This is an optimization exercise on Yosys and OpenROAD, whose aim is small area, a short achievable clock period and few clock cycles per item, not a production implementation.
Where RTL was checked, it was by simulation tests only, not by an equivalence proof against the original.

==> 05-19 <==
// cmac_tag
module cmac_tag (
    input  wire         clk,
    input  wire         rst,           
    input  wire         in_valid,
    output wire         in_ready,
    input  wire         in_first,      
    input  wire         in_last,       
    input  wire [4:0]   in_nbytes,     
    input  wire [127:0] in_data,
    input  wire [127:0] key,
    output reg          tag_valid,
    output reg  [63:0]  tag
);
export LEC_CHECK = 0
export CAP_MARGIN = 20
export CORE_MARGIN = 2
export CORE_UTILIZATION = 40
export CTS_CLUSTER_DIAMETER = 70
export CTS_CLUSTER_SIZE = 24
export GPL_ROUTABILITY_DRIVEN = 0
export PLACE_DENSITY = 0.5
export SETUP_SLACK_MARGIN = 4.5
export SLEW_MARGIN = 20
create_clock -name core_clock -period 10.0 [get_ports {clk}]
standard.sh (not shown) runs the stock make flow with config.mk's settings and CLKGATE_MAP_FILE= SYNTH_SCRIPT=/design/flow/synth_recipe.tcl, a recipe that flattens the netlist after the stock synthesis.
==> flow/flow/run.sh <==
#!/bin/bash
# Layout flow: the standard flow (standard.sh), with synthesis run by
# flow/synth_custom.tcl, which maps logic with an area-recovering ABC script,
# and the port buffers made of buf_1 cells.
set -euo pipefail
cd "$(dirname "$0")/.."
W=$PWD
bash standard.sh SYNTH_SCRIPT=$W/flow/synth_custom.tcl \
  "BUFFER_PORTS_ARGS=-buffer_cell sky130_fd_sc_hd__buf_1" \
  finish > $W/flow_orfs.log 2>&1
==> flow/flow/abc_custom.script <==
strash
&get -n
&st
&dch
&nf -R 20 -p
&put
topo
stime -c
buffer -c
upsize -c
dnsize -c
==> flow/flow/synth_custom.tcl <==
# The standard flow's synthesis (synth_recipe.tcl) with one change: ABC maps with an
# area-recovering script instead of ORFS's abc_speed.script.
set ::custom_abc_script [file join [file dirname [file normalize [info script]]] abc_custom.script]
proc synth {args} { yosys synth -nofsm -noshare {*}$args }
proc abc {args} {
  set i [lsearch -exact $args -script]
  if { $i >= 0 } {
    set args [lreplace $args [expr {$i + 1}] [expr {$i + 1}] $::custom_abc_script]
  }
  yosys abc {*}$args
}
source $::env(SCRIPTS_DIR)/synth.tcl
# left out here: clear keep_hierarchy, flatten, clean up, hide names made inside functions, write 1_2_yosys.v
==> inputs of 09-21, as changes to 05-19 <==
--- a/flow/design.v
+++ b/flow/design.v
@@ -159,16 +159,17 @@
                      S_LCMP = 3'd1,    
                      S_LRDY = 3'd2,    
                      S_RUN  = 3'd3,    
                      S_WAIT = 3'd4;    
     reg [2:0]   state;
     reg [3:0]   rnd;                   
     reg         rlast;                 
     reg         mid;                   
+    reg         mid_k;                 
     reg [127:0] s;                     
     reg [127:0] rk;                    
     reg [127:0] kq;                    
     reg [127:0] l;                     
     reg         lv;                    
     reg         kn;                    
     reg         blk_last;              
     reg         offer_q;               
@@ -234,17 +235,17 @@
     wire [7:0] rcon = {mid & r7,
                        mid & r6,
                        mid & (r5 | r9),
                        mid & (r4 | r8 | r9),
                        mid & (r3 | r8),
                        mid & (r2 | r9),
                        mid & (r1 | r8 | r9),
                        !mid | r8};
-    wire [31:0] w3  = src[31:0];
+    wire [31:0] w3  = mid_k ? rk[31:0] : kq[31:0];
     wire [31:0] rot = {w3[23:0], w3[31:24]};
     wire [31:0] subw;
     generate
         for (g = 0; g < 4; g = g + 1) begin : g_ksub
             cmac_sbox u_ksbox (.a(rot[8*g +: 8]), .y(subw[8*g +: 8]));
         end
     endgenerate
     wire [31:0]  p0   = src[127:96] ^ {rcon, 24'd0};
@@ -295,33 +296,36 @@
             tag_valid <= 1'b0;
             lv        <= 1'b0;
             kn        <= 1'b0;
             offer_q   <= 1'b0;
             hit_q     <= 1'b0;
             rnd       <= 4'd1;
             rlast     <= 1'b0;
             mid       <= 1'b0;
+            mid_k     <= 1'b0;
             blk_last  <= 1'b0;
         end else begin
             tag_valid <= 1'b0;
             offer_q   <= in_valid && !take;
             hit_q     <= lv && (key == kq) && !kq_load;
             if (kq_load) begin
                 kn <= 1'b1;
                 lv <= 1'b0;
             end
             if (take || lstart) begin
                 rnd   <= 4'd1;
                 rlast <= 1'b0;
                 mid   <= 1'b1;
+                mid_k <= 1'b1;
             end else begin
                 rnd   <= rnd + 4'd1;
                 rlast <= (rnd == 4'd9);
                 mid   <= mid && (rnd != 4'd9);
+                mid_k <= mid_k && (rnd != 4'd9);
             end
             if (take || lstart)
                 blk_last <= in_last;
             case (state)
                 S_IDLE: begin
                     if (take)
                         state <= S_RUN;
                     else if (lstart)
==> flow/config.mk (replaced) <==
export PLATFORM = sky130hd
export DESIGN_NAME = cmac_tag
export DESIGN_NICKNAME = cmac_tag
export VERILOG_FILES = /design/flow/design.v
export SDC_FILE = /design/flow/constraint.sdc
export NUM_CORES = 8
export LEC_CHECK = 0
export CAP_MARGIN = 20
export CORE_MARGIN = 2
export CORE_UTILIZATION = 50
export CTS_CLUSTER_DIAMETER = 70
export CTS_CLUSTER_SIZE = 24
export GPL_ROUTABILITY_DRIVEN = 0
export PLACE_DENSITY = 0.6
export SETUP_SLACK_MARGIN = 4.3
export SLEW_MARGIN = 20
==> inputs of 11-03, as changes to 05-19 <==
==> flow/config.mk (replaced) <==
export PLATFORM = sky130hd
export DESIGN_NAME = cmac_tag
export DESIGN_NICKNAME = cmac_tag
export VERILOG_FILES = /design/flow/design.v
export SDC_FILE = /design/flow/constraint.sdc
export NUM_CORES = 8
export LEC_CHECK = 0
export CAP_MARGIN = 20
export CORE_MARGIN = 2
export CORE_UTILIZATION = 50
export CTS_CLUSTER_DIAMETER = 70
export CTS_CLUSTER_SIZE = 24
export GPL_ROUTABILITY_DRIVEN = 0
export PLACE_DENSITY = 0.6
export SETUP_SLACK_MARGIN = 4.6
export SLEW_MARGIN = 20
==> results.json <==
{
  "run_status": "complete, no violations",
  "crit_top_cell": "xnor2_2",
  "initialDrtViolationCount": 5030,
  "tightest_slew_ns": 1.26
}
Source of the figures above: 11-03

==> results.json <==
{
  "run_status": "complete, no violations",
  "initialDrtViolationCount": 5279,
  "crit_top_cell": "xnor2_1",
  "tightest_slew_ns": 1.09
}
Source of the figures above: 09-21

==> results.json <==
{
  "run_status": "complete, no violations",
  "tightest_slew_ns": 1.31,
  "hold_depth": 1,
  "synth_top_family_by_area": "XOR/XNOR gates",
  "setup_tns_ns": 0,
  "initialDrtViolationCount": 4394
}
Source of the figures above: 05-19

Testbench counts of 05-19, summed over its fixed seeds: cycles 16,804, messages 480.
Testbench counts of 11-03, summed over its fixed seeds: cycles 16,804, messages 480.
Only the layout flow was run in 09-21; the RTL was not checked for function there.

## port drivers added, routing unchanged
In the flow no input, the clock included, has a driving cell. The finished layouts below were timed again as built, in two steps. Step 1: set_driving_cell puts a clkbuf_16 on clk and a buf_2 on each other input, an assumption about the parent block. Step 2 moves the port delays by t, midway between the first and last clock arrival at a register: inputs arrive t later, outputs are due t later. That takes back most of the time a late clock gives input paths. Slacks: ideal ports / drivers / drivers and shift; pairs: ideal ports / drivers.
run	t, ns	setup WS [ns]	worst setup path at the end	worst data-port slew with drivers (ns)
05-19	0.802	4.563 / 4.563 / 4.295	input to register	0.23
09-21	0.758	4.348 / 4.348 / 4.331	input to register	0.19
11-03	0.754	4.435 / 4.435 / 3.976	input to register	0.20
After both steps every run listed still meets setup and hold. For 11-03, which loses most, drivers alone change the setup slack by 0.000 ns; drivers and shift together by -0.459 ns.
